What follows belongs to an exercise in optimizing a design on an open flow for small area; a production flow would make more cautious choices.
At most, simulation tests tie the RTL to the original design; equivalence was not proved.

Setup of the baseline:
==> flow/design.v (excerpt) <==
module hall_tracker (
    input  wire        clk,
    input  wire        rst,
    input  wire        hdir,
    input  wire [10:0] hofs,
    input  wire [8:0]  spdto,
    input  wire [6:0]  invmax,
    input  wire [15:0] cpmm,
    input  wire        cmd_valid,
    output wire        cmd_ready,
    input  wire [1:0]  cmd_op,
    input  wire [31:0] cmd_tgate,
    input  wire [2:0]  cmd_hst,
    input  wire        cmd_ovf,
    input  wire [1:0]  cmd_ne,
    input  wire [31:0] cmd_ts0,
    input  wire [2:0]  cmd_st0,
    input  wire [31:0] cmd_ts1,
    input  wire [2:0]  cmd_st1,
    input  wire [31:0] cmd_delta,
    output reg  [2:0]  hstate,
    output reg  [2:0]  sector,
    output reg         still,
    output reg         dir,
    output reg  [1:0]  posq,
    output reg         hinv,
    output reg         hflt,
    output reg         hskip,
    output reg         spdsat,
    output reg         edgeovr,
    output reg         nots,
    output reg  [15:0] raw,
    output reg  [31:0] track,
    output reg  [31:0] pos,
    output reg  [15:0] spd,
    output reg  [15:0] v4,
    output reg  [31:0] edget,
    output wire [31:0] edgei,
    output reg  [10:0] elpos,
    output reg  [7:0]  frac,
    output reg  [7:0]  invcnt,
    output reg  [7:0]  skipcnt,
    output reg  [7:0]  ovrcnt,
    output reg  [7:0]  misscnt
);
==> flow/config.mk <==
export PLATFORM = sky130hd
export DESIGN_NAME = hall_tracker
export DESIGN_NICKNAME = hall_tracker
export VERILOG_FILES = /design/flow/design.v
export SDC_FILE = /design/flow/constraint.sdc
export NUM_CORES = 4
export LEC_CHECK = 0
export ABC_AREA = 1
export CAP_MARGIN = 20
export CORE_MARGIN = 2
export CORE_UTILIZATION = 40
export CTS_BUF_LIST = sky130_fd_sc_hd__clkbuf_16
export CTS_CLUSTER_DIAMETER = 60
export CTS_CLUSTER_SIZE = 30
export SLEW_MARGIN = 20
==> flow/constraint.sdc <==
create_clock -name core_clock -period 20.0 [get_ports {clk}]
set_input_delay 4.0000 -clock core_clock [delete_from_list [all_inputs] [get_ports {clk}]]
set_output_delay 4.0000 -clock core_clock [all_outputs]
set_load 0.01 [all_outputs]
standard.sh (not shown) runs the stock make flow with config.mk's settings and CLKGATE_MAP_FILE= SYNTH_SCRIPT=/design/flow/synth_recipe.tcl, a recipe that flattens the netlist after the stock synthesis.
==> flow/flow/run.sh <==
#!/bin/bash
# Standard layout, with plain buf_1 cells as the port buffers.
set -euo pipefail
export BUFFER_PORTS_ARGS="-buffer_cell sky130_fd_sc_hd__buf_1"
bash standard.sh > standard.log 2>&1
The baseline: no failed stages, no open violations at the end
--- input diff the baseline..the candidate ---
- CTS_CLUSTER_DIAMETER: 60 -> 50
- CTS_CLUSTER_SIZE: 30 -> 20
- CTS_BUF_LIST: sky130_fd_sc_hd__clkbuf_16 -> sky130_fd_sc_hd__clkbuf_8
--- outcome ---
- Filler-free cell count of the finished design in the candidate vs the baseline: up 29
- Against the baseline, critical path depth in cells in the candidate rose slightly.
- Diff the candidate..the baseline | portion of the layout cell area used by non-clock buffers | negligible
- Compared with the baseline, the candidate shows total wirelength of the detailed-routed design that has gone up slightly.
- [compare] base=the baseline new=the candidate: smallest setup slack after layout rose 0.023 ns.
Function was not checked in any run of this note: the RTL went through the layout flow alone.

* * *

Another version of the RTL of hall_tracker (not shown whole).
Size: roughly 2700 cells after synthesis, roughly 450 flip-flops, roughly 430 I/O pins, about 25000 µm² of cells after synthesis.
==> flow/config.mk <==
export PLATFORM = sky130hd
export DESIGN_NAME = hall_tracker
export DESIGN_NICKNAME = hall_tracker
export VERILOG_FILES = /design/flow/design.v
export SDC_FILE = /design/flow/constraint.sdc
export NUM_CORES = 4
export LEC_CHECK = 0
export ABC_AREA = 1
export CAP_MARGIN = 20
export CORE_MARGIN = 2
export CORE_UTILIZATION = 60
export CTS_BUF_LIST = sky130_fd_sc_hd__clkbuf_8
export CTS_CLUSTER_DIAMETER = 50
export CTS_CLUSTER_SIZE = 20
export SLEW_MARGIN = 20
==> flow/constraint.sdc <==
create_clock -name core_clock -period 20.0 [get_ports {clk}]
set_input_delay 4.0000 -clock core_clock [delete_from_list [all_inputs] [get_ports {clk}]]
set_output_delay 4.0000 -clock core_clock [all_outputs]
set_load 0.01 [all_outputs]
Scripts as last shown in full above: flow/flow/run.sh
Edit:
- ABC_AREA: 1 -> 0
- CORE_UTILIZATION: 60 -> 40
The changed run finished with timing, DRC and antenna clean.
Design area goes up by 2.6%.
Wire length drops by 1.7%.
Maximum frequency stays flat.
Clock skew climbs by 0.055 ns.
Edit:
- ABC_AREA: 0 -> 1
After rerunning: Non-clock buffer count decreases by 21; core utilization is lower by 0.34 points; cell area came out lower by 0.53%; die area goes up by 0.34%; fmax is about the same; via count rises by 7.3%.
Edit:
- CORE_UTILIZATION: 40 -> 60
- CTS_CLUSTER_SIZE: 20 -> 18
First-iteration DRC count is higher by 36%.
Clock-buffer cell count is lower by 12.
Cell area is lower by 2.4%.
Area after synthesis is unchanged.
Via count is higher by about 3%.
Routed wire length is lower by about 6.6%.
Worst setup slack gets better by 0.029 ns.
Register-to-register slack gets worse by 0.31 ns.

* * *

== amber ==
Starting RTL as in the previous note.
export LEC_CHECK = 0
export ABC_AREA = 1
export CAP_MARGIN = 20
export CORE_MARGIN = 2
export CORE_UTILIZATION = 60
export CTS_BUF_LIST = sky130_fd_sc_hd__clkbuf_8
export CTS_CLUSTER_DIAMETER = 40
export CTS_CLUSTER_SIZE = 16
export SLEW_MARGIN = 20
create_clock -name core_clock -period 20.0 [get_ports {clk}]
Scripts as last shown in full above: flow/flow/run.sh
Input-level comparison between sierra and amber:
- changing CORE_UTILIZATION from 60 to 40
- setting GPL_TIMING_DRIVEN to 0 for the first time
- changing CTS_CLUSTER_SIZE from 16 to 20
- changing CTS_CLUSTER_DIAMETER from 40 to 50
--- outcome ---
- The final critical path time including I/O delays and setup of sierra was inferior to that of amber.
- Going from amber to sierra, non-filler instance count after layout now larger; worst setup slack now smaller; final worst-path cycle share now larger; required time at the endpoint of the critical path now larger.
For pepper, these inputs were changed with respect to sierra:
- clearing GPL_TIMING_DRIVEN, which used to be 0
- swapping 40 for 50 in CORE_UTILIZATION
### Flow results
pepper: done, clean on timing, DRC and antenna. Compared with sierra, in pepper total die area fell 20%, routed wire length has decreased, post-route clock period utilization went down 0.57 points, number of diodes dropped 1. pepper vs. sierra: total via count after detailed routing fell 176, setup slack rose 0.11 ns, detailed-routing iteration count for the pre-antenna-repair pass fell 2.

* * *

Another version of the RTL of hall_tracker (not shown whole).
For scale: about 2900 cells after synthesis, roughly 26000 µm² of cells after synthesis.
clock: 20.0 ns
lec_check: 0
abc_area: 1
cap_margin: 20
core_margin: 2
core_utilization: 40
cts_buf_list: sky130_fd_sc_hd__clkbuf_4
cts_cluster_size: 20
slew_margin: 20
Scripts as last shown in full above: flow/flow/run.sh
Edit:
==> flow/run.sh (new file) <==
#!/bin/bash
# synth_recipe.tcl (not shown) runs the flow's synth.tcl, then flattens the netlist and writes it again
# the make line also repeats each setting of config.mk as NAME=value (left out here)
make -C /OpenROAD-flow-scripts/flow DESIGN_CONFIG=/design/flow/config.mk WORK_HOME=/design/flow/orfs CLKGATE_MAP_FILE= SYNTH_SCRIPT=/design/flow/synth_recipe.tcl finish
CTS_BUF_LIST = sky130_fd_sc_hd__clkbuf_8   (was sky130_fd_sc_hd__clkbuf_4)
CTS_CLUSTER_SIZE = unset   (was 20)
removed: flow/flow/run.sh
removed: flow/standard.sh
Result:
- The changed run went through all stages and came out clean
- clock skew is lower by 58 ps
- clock-buffer cell count is lower by 116
- setup slack is worse by 81 ps
- routed wire length is higher by a few percent
- die area stays the same
Edit:
CTS_BUF_LIST = unset   (was sky130_fd_sc_hd__clkbuf_8)
Outcome: Worst hold slack gains 4.1 ps.

* * *

hall_tracker again, from the RTL that the note above started with.
==> flow/config.mk <==
export PLATFORM = sky130hd
export DESIGN_NAME = hall_tracker
export DESIGN_NICKNAME = hall_tracker
export VERILOG_FILES = /design/flow/design.v
export SDC_FILE = /design/flow/constraint.sdc
export NUM_CORES = 4
export LEC_CHECK = 0
export ABC_AREA = 1
export CAP_MARGIN = 20
export CORE_MARGIN = 2
export CORE_UTILIZATION = 40
export SLEW_MARGIN = 20
==> flow/constraint.sdc <==
create_clock -name core_clock -period 20.0 [get_ports {clk}]
set_input_delay 4.0000 -clock core_clock [delete_from_list [all_inputs] [get_ports {clk}]]
set_output_delay 4.0000 -clock core_clock [all_outputs]
set_load 0.01 [all_outputs]
==> flow/flow/run.sh <==
#!/bin/bash
# Standard layout, with plain buf_1 cells as the port buffers.
set -euo pipefail
export BUFFER_PORTS_ARGS="-buffer_cell sky130_fd_sc_hd__buf_1"
bash standard.sh > standard.log 2>&1
Change:
- CTS_BUF_LIST: default -> sky130_fd_sc_hd__clkbuf_8
=> Clock skew came out higher by 0.016 ns; non-clock buffer count came out higher by 1; synthesized area does not change; cell area came out lower slightly.

==> afterwards: timing with drivers on the ports <==
Ports are ideal in the flow. The routed layouts listed here were re-timed in OpenROAD.
Step 1, drivers: a clkbuf_16 drives clk and a buf_2 each remaining input, both assumed.
Step 2 adds t to the input delays and takes it off the output delays; t is the mean of the earliest and latest rising clock arrival at the registers after step 1. Input paths then give back, and output paths get back, about the clock's delay inside the block.
Three values: ideal, step 1, step 2; two values: the first two.
run	t (ns)	setup slack, ns	worst hold slack (ns)	worst setup path at the end	worst data-port slew with drivers (ns)
the baseline	0.666	0.649 / 0.648 / -0.018	0.420 / 0.420 / 0.420	input to register	0.06
the candidate	0.780	0.672 / 0.676 / -0.105	0.420 / 0.420 / 0.420	input to register	0.06
the first run of note 2	0.750	0.500 / 0.493 / -0.258	0.428 / 0.428 / 0.428	input to register	0.09
the second run of note 2	0.756	0.472 / 0.505 / -0.251	0.414 / 0.414 / 0.414	input to register	0.08
the third run of note 2	0.790	0.491 / 0.532 / -0.259	0.411 / 0.411 / 0.411	input to register	0.11
the fourth run of note 2	0.718	0.521 / 0.516 / -0.202	0.427 / 0.427 / 0.427	input to register	0.09
amber	0.760	0.501 / 0.497 / -0.263	0.408 / 0.408 / 0.408	input to register	0.11
sierra	0.772	0.460 / 0.494 / -0.279	0.420 / 0.420 / 0.420	input to register	0.07
pepper	0.755	0.575 / 0.564 / -0.191	0.420 / 0.420 / 0.420	input to register	0.10
the first run of note 4	1.058	0.621 / 0.616 / -0.442	0.420 / 0.420 / 0.420	input to register	0.07
the second run of note 4	0.744	0.541 / 0.532 / -0.213	0.439 / 0.439 / 0.439	input to register	0.08
the third run of note 4	0.682	0.512 / 0.526 / -0.157	0.443 / 0.443 / 0.443	input to register	0.07
the first run of note 5	0.685	0.566 / 0.567 / -0.118	0.446 / 0.446 / 0.446	input to register	0.06
the second run of note 5	0.746	0.560 / 0.559 / -0.187	0.432 / 0.432 / 0.432	input to register	0.07
Met with ideal ports but missed after step 2: setup timing in every run listed. The setup slack of the first run of note 4, which loses most, moves by -0.005 ns with the drivers and by -1.063 ns with both steps.
